This is an optimization exercise on Yosys and OpenROAD, whose aim is a short achievable clock period and few clock cycles per item, not a production implementation. Function was checked by simulation only, so behaviour that the tests miss may differ from the original.

==> v23: inputs <==
// flw_dec
module flw_dec (
    input  wire        clk,
    input  wire        rst,
    input  wire        in_valid,
    input  wire [7:0]  in_data,
    input  wire        in_last,
    output wire        in_ready,
    output reg         out_valid,
    output reg  [7:0]  out_data,
    output reg         done,
    output reg         res_ok,
    output reg  [3:0]  res_cause,
    output reg  [31:0] res_pos,
    output reg  [31:0] res_orig,
    output reg         mem_wr_en,
    output reg  [15:0] mem_wr_addr,
    output reg  [7:0]  mem_wr_data,
    output reg         mem_rd_en,
    output reg  [15:0] mem_rd_addr,
    input  wire [7:0]  mem_rd_data
);
    localparam [3:0] S_HDR    = 4'd0,
                     S_BH     = 4'd1,
                     S_STORED = 4'd2,
                     S_TOK    = 4'd3,
                     S_LEXT   = 4'd4,
                     S_LIT    = 4'd5,
                     S_DIST   = 4'd6,
                     S_MEXT   = 4'd7,
                     S_LCHK   = 4'd8,
                     S_TRL    = 4'd9,
                     S_DRAIN  = 4'd10,
                     S_MCHK   = 4'd11,
                     S_BEND   = 4'd12,
                     S_FIN    = 4'd13;
    localparam [1:0] K_LIT = 2'd0, K_MATCH = 2'd1, K_BEND = 2'd2, K_SEND = 2'd3;
    localparam [1:0] P_LIT = 2'd0, P_RAM = 2'd1, P_HIST = 2'd2, P_BEND = 2'd3;
    localparam [31:0] CRC_POLY = 32'h82F63B78;    
    function [31:0] crc8;
        input [31:0] c;
        input [7:0]  d;
        integer k;
        begin
            crc8 = c ^ {24'd0, d};
            for (k = 0; k < 8; k = k + 1)
                crc8 = crc8[0] ? ((crc8 >> 1) ^ CRC_POLY) : (crc8 >> 1);
        end
  ...
export LEC_CHECK = 0
export ABC_CLOCK_PERIOD_IN_PS = 3000
export CAP_MARGIN = 20
export CORE_MARGIN = 2
export CORE_UTILIZATION = 60
export GPL_TIMING_DRIVEN = 1
export PLACE_DENSITY = 0.7
export SETUP_SLACK_MARGIN = 5
export SLEW_MARGIN = 20
create_clock -name core_clock -period 12.0 [get_ports {clk}]
standard.sh (not shown) runs the stock make flow with config.mk's settings and CLKGATE_MAP_FILE= SYNTH_SCRIPT=/design/flow/synth_recipe.tcl, a recipe that flattens the netlist after the stock synthesis.
==> flow/flow/run.sh <==
#!/bin/bash
set -euo pipefail
bash standard.sh SETUP_SLACK_MARGIN=8.6 finish > standard.log 2>&1
==> v1: changes against v23 <==
--- a/flow/design.v
+++ b/flow/design.v
@@ -90,11 +90,10 @@
     reg [16:0] cnt;           
     reg        cnt1;          
     reg [7:0]  mdist_lo;
     reg [15:0] mdm1_q;
     reg        pend_last;     
-    reg        bend_pend;     
     reg [3:0]  v_cause;       
     reg [31:0] v_pos;
     reg        bh_pre_bad;
     reg [1:0]  bh_kind_q;
     reg        bh_body0_q;
@@ -110,12 +109,11 @@
     wire needs_body = (state == S_TOK) || (state == S_LEXT) ||
                       (state == S_DIST) || (state == S_MEXT);
     wire in_body    = needs_body || (state == S_LIT) || (state == S_STORED);
     wire body_out   = needs_body && br0;
     wire pushes     = (state == S_STORED) || (state == S_LIT) || (state == S_TOK) ||
-                      (state == S_DIST) || (state == S_TRL && idx == 4'd11) ||
-                      (state == S_BH && bend_pend);
+                      (state == S_DIST);
     wire consuming  = (state != S_LCHK) && (state != S_MCHK) && (state != S_BEND) &&
                       (state != S_FIN) && !body_out &&
                       !(pushes && !q_room) &&
                       !(state == S_TRL && idx == 4'd11 && !be_idle && !bl);
     wire take       = hv && consuming;
@@ -248,13 +246,12 @@
             put(K_MATCH, {13'd0, (d1 < 16'd2), d1[1:0], lm1, d1, sched_lo});
             sched_lo <= sp[15:0];
             sched_c  <= sp[16];
             oroom    <= orn;
             if (final_seq) begin
-                bend_pend <= 1'b1;
-                idx       <= 4'd0;
-                state     <= S_BH;
+                pend_last <= 1'b0;
+                state     <= S_BEND;
             end else
                 state <= S_TOK;
         end
     endtask
     always @(posedge clk) begin
@@ -281,11 +278,10 @@
         sp_r  <= {1'b0, sched_lo} + len_dist;
         or_r  <= oroom - len_dist;
         ld_gt <= len_dist > oroom;
         ld_ne <= len_dist != oroom;
         if (rst) begin
-            bend_pend <= 1'b0;
             state     <= S_HDR;
             idx       <= 4'd0;
             spos      <= 32'd0;
             spos_n    <= 32'd1;
             sched_lo  <= 16'd0;
@@ -315,17 +311,12 @@
                 end
             end
             S_BH: if (take) begin
                 fld <= fld_n;
                 idx <= idx + 4'd1;
-                if (idx == 4'd0) begin
+                if (idx == 4'd0)
                     ipos <= spos;
-                    if (bend_pend) begin
-                        put(K_BEND, {ipos, bcrc});
-                        bend_pend <= 1'b0;
-                    end
-                end
                 if (idx == 4'd11) begin
                     oroom    <= bh_orig_n;
                     body_rem <= bh_body_n;
                     br0      <= (bh_body_n == 17'd0);
                     br1      <= (bh_body_n == 17'd1);
@@ -347,13 +338,12 @@
             S_STORED: if (take) begin
                 put(K_LIT, {56'd0, b});
                 sched_lo <= sched_lo + 16'd1;
                 sched_c  <= (sched_lo == 16'hFFFF);
                 if (br1) begin
-                    bend_pend <= 1'b1;
-                    idx       <= 4'd0;
-                    go(S_BH, bl, spos_n);
+                    pend_last <= bl;
+                    state     <= S_BEND;
                 end else
                     go(S_STORED, bl, spos_n);
             end
             S_TOK: if (body_out)
                 reject(4'd4, tokpos, 1'b0);
@@ -399,13 +389,12 @@
                 oroom    <= oroom - 17'd1;
                 cnt      <= cnt - 17'd1;
                 cnt1     <= (cnt == 17'd2);
                 if (cnt1) begin
                     if (br1) begin
-                        bend_pend <= 1'b1;
-                        idx       <= 4'd0;
-                        go(S_BH, bl, spos_n);
+                        pend_last <= bl;
+                        state     <= S_BEND;
                     end else begin
                         idx <= 4'd0;
                         go(S_DIST, bl, spos_n);
                     end
                 end else
@@ -461,29 +450,25 @@
                     finish(4'd8, spos);
                 else
                     match_ok(mdm1_q, lm1_q, m_sp | {lreg[16], 16'd0},
                              oroom - lreg[16:0], br0);
             end
+            S_BEND: if (q_room) begin
+                put(K_BEND, {ipos, bcrc});
+                idx <= 4'd0;
+                go(S_BH, pend_last, spos);
+            end
             S_TRL: if (take) begin
                 fld <= fld_n;
                 idx <= idx + 4'd1;
                 if (idx == 4'd0)
                     ipos <= spos;
                 if (idx == 4'd7 && fld_n[95:32] != {32'd0, sched})
                     reject(4'd6, ipos, bl);
                 else if (idx == 4'd11) begin
-                    if (bl) begin
-                        put(K_SEND, {ipos, fld_n[95:64]});
-                        push_f    = 1'b1;
-                        state     <= S_HDR;
-                        idx       <= 4'd0;
-                        spos      <= 32'd0;
-                        spos_n    <= 32'd1;
-                        sched_lo  <= 16'd0;
-                        sched_hi  <= 16'd0;
-                        sched_c   <= 1'b0;
-                    end
+                    if (bl)
+                        finish(4'd0, ipos);
                     else if (bfail)
                         reject(4'd5, 32'd0, 1'b0);
                     else if (fld_n[95:64] != ~crc_s)
                         reject(4'd7, ipos, 1'b0);
                     else
@@ -491,14 +476,11 @@
                 end else
                     go(S_TRL, bl, spos_n);
             end
             S_DRAIN: if (take && bl)
                 state <= S_FIN;
-            S_FIN: if (q_room && bend_pend) begin
-                put(K_BEND, {ipos, bcrc});
-                bend_pend <= 1'b0;
-            end else if (q_room) begin
+            S_FIN: if (q_room) begin
                 put(K_SEND, {v_pos, (v_cause == 4'd0) ? fld[95:64] : {28'd0, v_cause}});
                 push_f    = (v_cause == 4'd0);
                 state     <= S_HDR;
                 idx       <= 4'd0;
                 spos      <= 32'd0;
Settings changed: CORE_UTILIZATION 60 to 45, PLACE_DENSITY 0.7 to 0.6.
==> v22: changes against v23 <==
--- a/flow/design.v
+++ b/flow/design.v
@@ -90,11 +90,10 @@
     reg [16:0] cnt;           
     reg        cnt1;          
     reg [7:0]  mdist_lo;
     reg [15:0] mdm1_q;
     reg        pend_last;     
-    reg        bend_pend;     
     reg [3:0]  v_cause;       
     reg [31:0] v_pos;
     reg        bh_pre_bad;
     reg [1:0]  bh_kind_q;
     reg        bh_body0_q;
@@ -110,12 +109,11 @@
     wire needs_body = (state == S_TOK) || (state == S_LEXT) ||
                       (state == S_DIST) || (state == S_MEXT);
     wire in_body    = needs_body || (state == S_LIT) || (state == S_STORED);
     wire body_out   = needs_body && br0;
     wire pushes     = (state == S_STORED) || (state == S_LIT) || (state == S_TOK) ||
-                      (state == S_DIST) || (state == S_TRL && idx == 4'd11) ||
-                      (state == S_BH && bend_pend);
+                      (state == S_DIST);
     wire consuming  = (state != S_LCHK) && (state != S_MCHK) && (state != S_BEND) &&
                       (state != S_FIN) && !body_out &&
                       !(pushes && !q_room) &&
                       !(state == S_TRL && idx == 4'd11 && !be_idle && !bl);
     wire take       = hv && consuming;
@@ -248,13 +246,12 @@
             put(K_MATCH, {13'd0, (d1 < 16'd2), d1[1:0], lm1, d1, sched_lo});
             sched_lo <= sp[15:0];
             sched_c  <= sp[16];
             oroom    <= orn;
             if (final_seq) begin
-                bend_pend <= 1'b1;
-                idx       <= 4'd0;
-                state     <= S_BH;
+                pend_last <= 1'b0;
+                state     <= S_BEND;
             end else
                 state <= S_TOK;
         end
     endtask
     always @(posedge clk) begin
@@ -281,11 +278,10 @@
         sp_r  <= {1'b0, sched_lo} + len_dist;
         or_r  <= oroom - len_dist;
         ld_gt <= len_dist > oroom;
         ld_ne <= len_dist != oroom;
         if (rst) begin
-            bend_pend <= 1'b0;
             state     <= S_HDR;
             idx       <= 4'd0;
             spos      <= 32'd0;
             spos_n    <= 32'd1;
             sched_lo  <= 16'd0;
@@ -315,17 +311,12 @@
                 end
             end
             S_BH: if (take) begin
                 fld <= fld_n;
                 idx <= idx + 4'd1;
-                if (idx == 4'd0) begin
+                if (idx == 4'd0)
                     ipos <= spos;
-                    if (bend_pend) begin
-                        put(K_BEND, {ipos, bcrc});
-                        bend_pend <= 1'b0;
-                    end
-                end
                 if (idx == 4'd11) begin
                     oroom    <= bh_orig_n;
                     body_rem <= bh_body_n;
                     br0      <= (bh_body_n == 17'd0);
                     br1      <= (bh_body_n == 17'd1);
@@ -347,13 +338,12 @@
             S_STORED: if (take) begin
                 put(K_LIT, {56'd0, b});
                 sched_lo <= sched_lo + 16'd1;
                 sched_c  <= (sched_lo == 16'hFFFF);
                 if (br1) begin
-                    bend_pend <= 1'b1;
-                    idx       <= 4'd0;
-                    go(S_BH, bl, spos_n);
+                    pend_last <= bl;
+                    state     <= S_BEND;
                 end else
                     go(S_STORED, bl, spos_n);
             end
             S_TOK: if (body_out)
                 reject(4'd4, tokpos, 1'b0);
@@ -399,13 +389,12 @@
                 oroom    <= oroom - 17'd1;
                 cnt      <= cnt - 17'd1;
                 cnt1     <= (cnt == 17'd2);
                 if (cnt1) begin
                     if (br1) begin
-                        bend_pend <= 1'b1;
-                        idx       <= 4'd0;
-                        go(S_BH, bl, spos_n);
+                        pend_last <= bl;
+                        state     <= S_BEND;
                     end else begin
                         idx <= 4'd0;
                         go(S_DIST, bl, spos_n);
                     end
                 end else
@@ -461,29 +450,25 @@
                     finish(4'd8, spos);
                 else
                     match_ok(mdm1_q, lm1_q, m_sp | {lreg[16], 16'd0},
                              oroom - lreg[16:0], br0);
             end
+            S_BEND: if (q_room) begin
+                put(K_BEND, {ipos, bcrc});
+                idx <= 4'd0;
+                go(S_BH, pend_last, spos);
+            end
             S_TRL: if (take) begin
                 fld <= fld_n;
                 idx <= idx + 4'd1;
                 if (idx == 4'd0)
                     ipos <= spos;
                 if (idx == 4'd7 && fld_n[95:32] != {32'd0, sched})
                     reject(4'd6, ipos, bl);
                 else if (idx == 4'd11) begin
-                    if (bl) begin
-                        put(K_SEND, {ipos, fld_n[95:64]});
-                        push_f    = 1'b1;
-                        state     <= S_HDR;
-                        idx       <= 4'd0;
-                        spos      <= 32'd0;
-                        spos_n    <= 32'd1;
-                        sched_lo  <= 16'd0;
-                        sched_hi  <= 16'd0;
-                        sched_c   <= 1'b0;
-                    end
+                    if (bl)
+                        finish(4'd0, ipos);
                     else if (bfail)
                         reject(4'd5, 32'd0, 1'b0);
                     else if (fld_n[95:64] != ~crc_s)
                         reject(4'd7, ipos, 1'b0);
                     else
@@ -491,14 +476,11 @@
                 end else
                     go(S_TRL, bl, spos_n);
             end
             S_DRAIN: if (take && bl)
                 state <= S_FIN;
-            S_FIN: if (q_room && bend_pend) begin
-                put(K_BEND, {ipos, bcrc});
-                bend_pend <= 1'b0;
-            end else if (q_room) begin
+            S_FIN: if (q_room) begin
                 put(K_SEND, {v_pos, (v_cause == 4'd0) ? fld[95:64] : {28'd0, v_cause}});
                 push_f    = (v_cause == 4'd0);
                 state     <= S_HDR;
                 idx       <= 4'd0;
                 spos      <= 32'd0;
==> flow/flow/run.sh (replaced) <==
#!/bin/bash
set -euo pipefail
bash standard.sh SETUP_SLACK_MARGIN=8.6 \
  "CTS_ARGS=-sink_clustering_enable -repair_clock_nets -buf_list sky130_fd_sc_hd__clkbuf_16 -sink_clustering_size 20 -sink_clustering_max_diameter 80 -wire_unit 20" \
  finish > standard.log 2>&1
==> v31: changes against v23 <==
--- a/flow/design.v
+++ b/flow/design.v
@@ -90,11 +90,10 @@
     reg [16:0] cnt;           
     reg        cnt1;          
     reg [7:0]  mdist_lo;
     reg [15:0] mdm1_q;
     reg        pend_last;     
-    reg        bend_pend;     
     reg [3:0]  v_cause;       
     reg [31:0] v_pos;
     reg        bh_pre_bad;
     reg [1:0]  bh_kind_q;
     reg        bh_body0_q;
@@ -110,12 +109,11 @@
     wire needs_body = (state == S_TOK) || (state == S_LEXT) ||
                       (state == S_DIST) || (state == S_MEXT);
     wire in_body    = needs_body || (state == S_LIT) || (state == S_STORED);
     wire body_out   = needs_body && br0;
     wire pushes     = (state == S_STORED) || (state == S_LIT) || (state == S_TOK) ||
-                      (state == S_DIST) || (state == S_TRL && idx == 4'd11) ||
-                      (state == S_BH && bend_pend);
+                      (state == S_DIST);
     wire consuming  = (state != S_LCHK) && (state != S_MCHK) && (state != S_BEND) &&
                       (state != S_FIN) && !body_out &&
                       !(pushes && !q_room) &&
                       !(state == S_TRL && idx == 4'd11 && !be_idle && !bl);
     wire take       = hv && consuming;
@@ -142,23 +140,21 @@
     wire       or_hi0  = (oroom[16:3] == 14'd0);
     wire       t_gt_r  = br_hi0 && ({1'b0, tL} >= {1'b0, body_rem[2:0]});
     wire       t_eq_r  = br_hi0 && ({1'b0, body_rem[2:0]} == {1'b0, tL} + 4'd1);
     wire       t_gt_o  = or_hi0 && (tL > oroom[2:0]);
     wire       t_eq_o  = or_hi0 && (tL == oroom[2:0]);
-    wire [21:0] lx     = {1'b0, vint_n} + 22'd7;
-    wire [21:0] lx1    = {1'b0, vint_n} + 22'd8;
-    reg         l_gt_r, l_eq_r, l_gt_o, l_eq_o;
+    wire       l_gt_r  = lreg > {5'd0, body_rem};
+    wire       l_eq_r  = lreg == {5'd0, body_rem};
+    wire       l_gt_o  = lreg > {5'd0, oroom};
+    wire       l_eq_o  = lreg == {5'd0, oroom};
     wire [15:0] dm1      = {b, mdist_lo};              
     wire        sched_sm = (sched_hi == 16'd0) && !sched_c;
-    reg         lo_ge, lo_wm;
-    wire        dist_bad = (sched_sm && (b > sched_lo[15:8] ||
-                                         (b == sched_lo[15:8] && lo_ge))) ||
-                           lo_wm || ((b & wmask[15:8]) != 8'd0);
+    wire        dist_bad = (sched_sm && dm1 >= sched_lo) ||
+                           ((dm1 & wmask) != 16'd0);
     wire [16:0] len_dist = {12'd0, mf} + 17'd3;
-    wire [21:0] mx       = {1'b0, vint_n} + 22'd34;
-    reg         m_gt_o, m_ne_o;
-    reg  [15:0] lm1_q;        
+    wire        m_gt_o   = lreg > {5'd0, oroom};
+    wire        m_ne_o   = lreg != {5'd0, oroom};
     wire [16:0] m_sp     = {1'b0, sched_lo} + {1'b0, lreg[15:0]};
     reg        pack_ok;       
     reg        hold;          
     reg        append, commit;
     reg        push;
@@ -248,13 +244,12 @@
             put(K_MATCH, {13'd0, (d1 < 16'd2), d1[1:0], lm1, d1, sched_lo});
             sched_lo <= sp[15:0];
             sched_c  <= sp[16];
             oroom    <= orn;
             if (final_seq) begin
-                bend_pend <= 1'b1;
-                idx       <= 4'd0;
-                state     <= S_BH;
+                pend_last <= 1'b0;
+                state     <= S_BEND;
             end else
                 state <= S_TOK;
         end
     endtask
     always @(posedge clk) begin
@@ -281,11 +276,10 @@
         sp_r  <= {1'b0, sched_lo} + len_dist;
         or_r  <= oroom - len_dist;
         ld_gt <= len_dist > oroom;
         ld_ne <= len_dist != oroom;
         if (rst) begin
-            bend_pend <= 1'b0;
             state     <= S_HDR;
             idx       <= 4'd0;
             spos      <= 32'd0;
             spos_n    <= 32'd1;
             sched_lo  <= 16'd0;
@@ -315,17 +309,12 @@
                 end
             end
             S_BH: if (take) begin
                 fld <= fld_n;
                 idx <= idx + 4'd1;
-                if (idx == 4'd0) begin
+                if (idx == 4'd0)
                     ipos <= spos;
-                    if (bend_pend) begin
-                        put(K_BEND, {ipos, bcrc});
-                        bend_pend <= 1'b0;
-                    end
-                end
                 if (idx == 4'd11) begin
                     oroom    <= bh_orig_n;
                     body_rem <= bh_body_n;
                     br0      <= (bh_body_n == 17'd0);
                     br1      <= (bh_body_n == 17'd1);
@@ -347,13 +336,12 @@
             S_STORED: if (take) begin
                 put(K_LIT, {56'd0, b});
                 sched_lo <= sched_lo + 16'd1;
                 sched_c  <= (sched_lo == 16'hFFFF);
                 if (br1) begin
-                    bend_pend <= 1'b1;
-                    idx       <= 4'd0;
-                    go(S_BH, bl, spos_n);
+                    pend_last <= bl;
+                    state     <= S_BEND;
                 end else
                     go(S_STORED, bl, spos_n);
             end
             S_TOK: if (body_out)
                 reject(4'd4, tokpos, 1'b0);
@@ -377,35 +365,30 @@
                 if (b[7] && idx == 4'd2)
                     reject(4'd4, tokpos, bl);
                 else if (b[7])
                     go(S_LEXT, bl, spos_n);
                 else begin
-                    lreg      <= lx;
-                    l_gt_r    <= lx >= {5'd0, body_rem};      
-                    l_eq_r    <= lx1 == {5'd0, body_rem};
-                    l_gt_o    <= lx > {5'd0, oroom};
-                    l_eq_o    <= lx == {5'd0, oroom};
+                    lreg      <= {1'b0, vint_n} + 22'd7;
                     pend_last <= bl;
                     state     <= S_LCHK;
                 end
             end
             S_LCHK: if (q_room)
                 lit_known(l_gt_r, l_eq_r, l_gt_o, l_eq_o, lreg[16:0],
-                          1'b0, 1'b0, mf != 5'd0,
+                          lreg == 22'd0, lreg == 22'd1, mf != 5'd0,
                           tokpos, pend_last, spos);
             S_LIT: if (take) begin
                 put(K_LIT, {56'd0, b});
                 sched_lo <= sched_lo + 16'd1;
                 sched_c  <= (sched_lo == 16'hFFFF);
                 oroom    <= oroom - 17'd1;
                 cnt      <= cnt - 17'd1;
                 cnt1     <= (cnt == 17'd2);
                 if (cnt1) begin
                     if (br1) begin
-                        bend_pend <= 1'b1;
-                        idx       <= 4'd0;
-                        go(S_BH, bl, spos_n);
+                        pend_last <= bl;
+                        state     <= S_BEND;
                     end else begin
                         idx <= 4'd0;
                         go(S_DIST, bl, spos_n);
                     end
                 end else
@@ -415,12 +398,10 @@
                 reject(4'd4, tokpos, 1'b0);
             else if (take) begin
                 idx <= idx + 4'd1;
                 if (idx == 4'd0) begin
                     mdist_lo <= b;
-                    lo_ge    <= b >= sched_lo[7:0];
-                    lo_wm    <= (b & wmask[7:0]) != 8'd0;
                     go(S_DIST, bl, spos_n);
                 end else begin
                     mdm1_q <= dm1;
                     if (dist_bad)
                         reject(4'd4, tokpos, bl);
@@ -444,46 +425,39 @@
                 if (b[7] && idx == 4'd2)
                     reject(4'd4, tokpos, bl);
                 else if (b[7])
                     go(S_MEXT, bl, spos_n);
                 else begin
-                    lreg      <= mx;
-                    m_gt_o    <= mx > {5'd0, oroom};
-                    lm1_q     <= vint_n[15:0] + 16'd33;
-                    m_ne_o    <= mx != {5'd0, oroom};
+                    lreg      <= {1'b0, vint_n} + 22'd34;
                     pend_last <= bl;
                     state     <= S_MCHK;
                 end
             end
             S_MCHK: if (q_room) begin
                 if (m_gt_o || (br0 && m_ne_o))
                     reject(4'd4, tokpos, pend_last);
                 else if (pend_last)
                     finish(4'd8, spos);
                 else
-                    match_ok(mdm1_q, lm1_q, m_sp | {lreg[16], 16'd0},
+                    match_ok(mdm1_q, lreg[15:0] - 16'd1, m_sp | {lreg[16], 16'd0},
                              oroom - lreg[16:0], br0);
             end
+            S_BEND: if (q_room) begin
+                put(K_BEND, {ipos, bcrc});
+                idx <= 4'd0;
+                go(S_BH, pend_last, spos);
+            end
             S_TRL: if (take) begin
                 fld <= fld_n;
                 idx <= idx + 4'd1;
                 if (idx == 4'd0)
                     ipos <= spos;
                 if (idx == 4'd7 && fld_n[95:32] != {32'd0, sched})
                     reject(4'd6, ipos, bl);
                 else if (idx == 4'd11) begin
-                    if (bl) begin
-                        put(K_SEND, {ipos, fld_n[95:64]});
-                        push_f    = 1'b1;
-                        state     <= S_HDR;
-                        idx       <= 4'd0;
-                        spos      <= 32'd0;
-                        spos_n    <= 32'd1;
-                        sched_lo  <= 16'd0;
-                        sched_hi  <= 16'd0;
-                        sched_c   <= 1'b0;
-                    end
+                    if (bl)
+                        finish(4'd0, ipos);
                     else if (bfail)
                         reject(4'd5, 32'd0, 1'b0);
                     else if (fld_n[95:64] != ~crc_s)
                         reject(4'd7, ipos, 1'b0);
                     else
@@ -491,14 +465,11 @@
                 end else
                     go(S_TRL, bl, spos_n);
             end
             S_DRAIN: if (take && bl)
                 state <= S_FIN;
-            S_FIN: if (q_room && bend_pend) begin
-                put(K_BEND, {ipos, bcrc});
-                bend_pend <= 1'b0;
-            end else if (q_room) begin
+            S_FIN: if (q_room) begin
                 put(K_SEND, {v_pos, (v_cause == 4'd0) ? fld[95:64] : {28'd0, v_cause}});
                 push_f    = (v_cause == 4'd0);
                 state     <= S_HDR;
                 idx       <= 4'd0;
                 spos      <= 32'd0;
Settings changed: CORE_UTILIZATION 60 to 45, PLACE_DENSITY 0.7 to 0.6.
==> run summary <==
|  | v1 | v22 | v23 | v31 |
|---|---|---|---|---|
| TritonRoute pass-1 iters | 9 | 7 | 9 | 9 |
| Final WS setup | 8260 ps | 8280 ps | 8010 ps | 7820 ps |
| Maximum fanout count along the critical path | 16 | 6 | 7 | 8 |
| Full die area | 176000 um^2 | 132000 um^2 | 131000 um^2 | 173000 um^2 |
| Met3 Usage GRT | 5.00% | 7.25% | 7.08% | 4.65% |
| Cell area reported after detailed placement | 82300 um^2 | 81600 um^2 | 80400 um^2 | 80700 um^2 |
| Setup slack after placement | 6310 ps | 6630 ps | 6270 ps | 6900 ps |
| Number of clock-tree buffers in the layout | 241 | 101 | 238 | 240 |
| Slew of the pin with the lowest slew margin | 1110 ps | 1270 ps | 1200 ps | 1350 ps |
| Die Span Y | 419 um | 364 um | 363 um | 416 um |
| Final antenna diode count | 10 | 3 | 3 | 4 |
| Average size of a mapped cell | 12.0 um^2 | 12.0 um^2 | 12.1 um^2 | 12.0 um^2 |
| Number of clock sinks seen by CTS | 1635 | 1635 | 1636 | 1616 |
| Number of tap instances | 2310 | 1742 | 1662 | 2218 |
| Run status | no timing/DRC/antenna violations | no timing/DRC/antenna violations | no timing/DRC/antenna violations | no timing/DRC/antenna violations |
| Crit-path slowest cell | sky130_fd_sc_hd__edfxtp_1 | sky130_fd_sc_hd__a222oi_1 | sky130_fd_sc_hd__a222oi_1 | sky130_fd_sc_hd__a222oi_1 |
| Layout sequential cell count | 1635 | 1635 | 1636 | 1616 |
| Area of combinational cells with multiple inputs | 34600 um^2 | 34900 um^2 | 33600 um^2 | 32800 um^2 |
| Number of synthesized register bits | 1635 | 1635 | 1636 | 1616 |
| Share of synthesized area occupied by flip-flops and latches | 57.2% | 57.2% | 57.6% | 57.4% |
Testbench counts of v23, summed over its fixed seeds: cycles 223,412, bytes 222,265.
Testbench counts of v1, summed over its fixed seeds: cycles 223,495, bytes 222,265.
Testbench counts of v22, summed over its fixed seeds: cycles 223,495, bytes 222,265.
Testbench counts of v31, summed over its fixed seeds: cycles 223,495, bytes 222,265.

## afterwards: timing with drivers on the ports
No port has a modelled driver above. Below, the same layouts with a new extraction and two added sets of constraints.
Step 1 sets driving cells, clkbuf_16 on the clock port and buf_2 on the other inputs (assumed; they add their load-dependent delay and slew).
Step 2, shift: input delay + t, output delay - t, t = (earliest + latest rising clock arrival at the registers) / 2. This alone moves slack from input paths to output paths.
a / b / c = ideal ports / drivers / drivers and shift; a / b = the first two.
run	shift t [ns]	setup slack, ns	cell pins on the clock port's net
v23	0.892	8.015 / 8.015 / 7.471	1
v1	0.903	8.265 / 8.189 / 7.573	1
v22	0.873	8.284 / 8.224 / 7.607	1
v31	0.881	7.815 / 7.815 / 7.391	1
After both steps every run listed still meets setup and hold. For v1, which loses most, drivers alone change the setup slack by -0.076 ns; drivers and shift together by -0.692 ns.
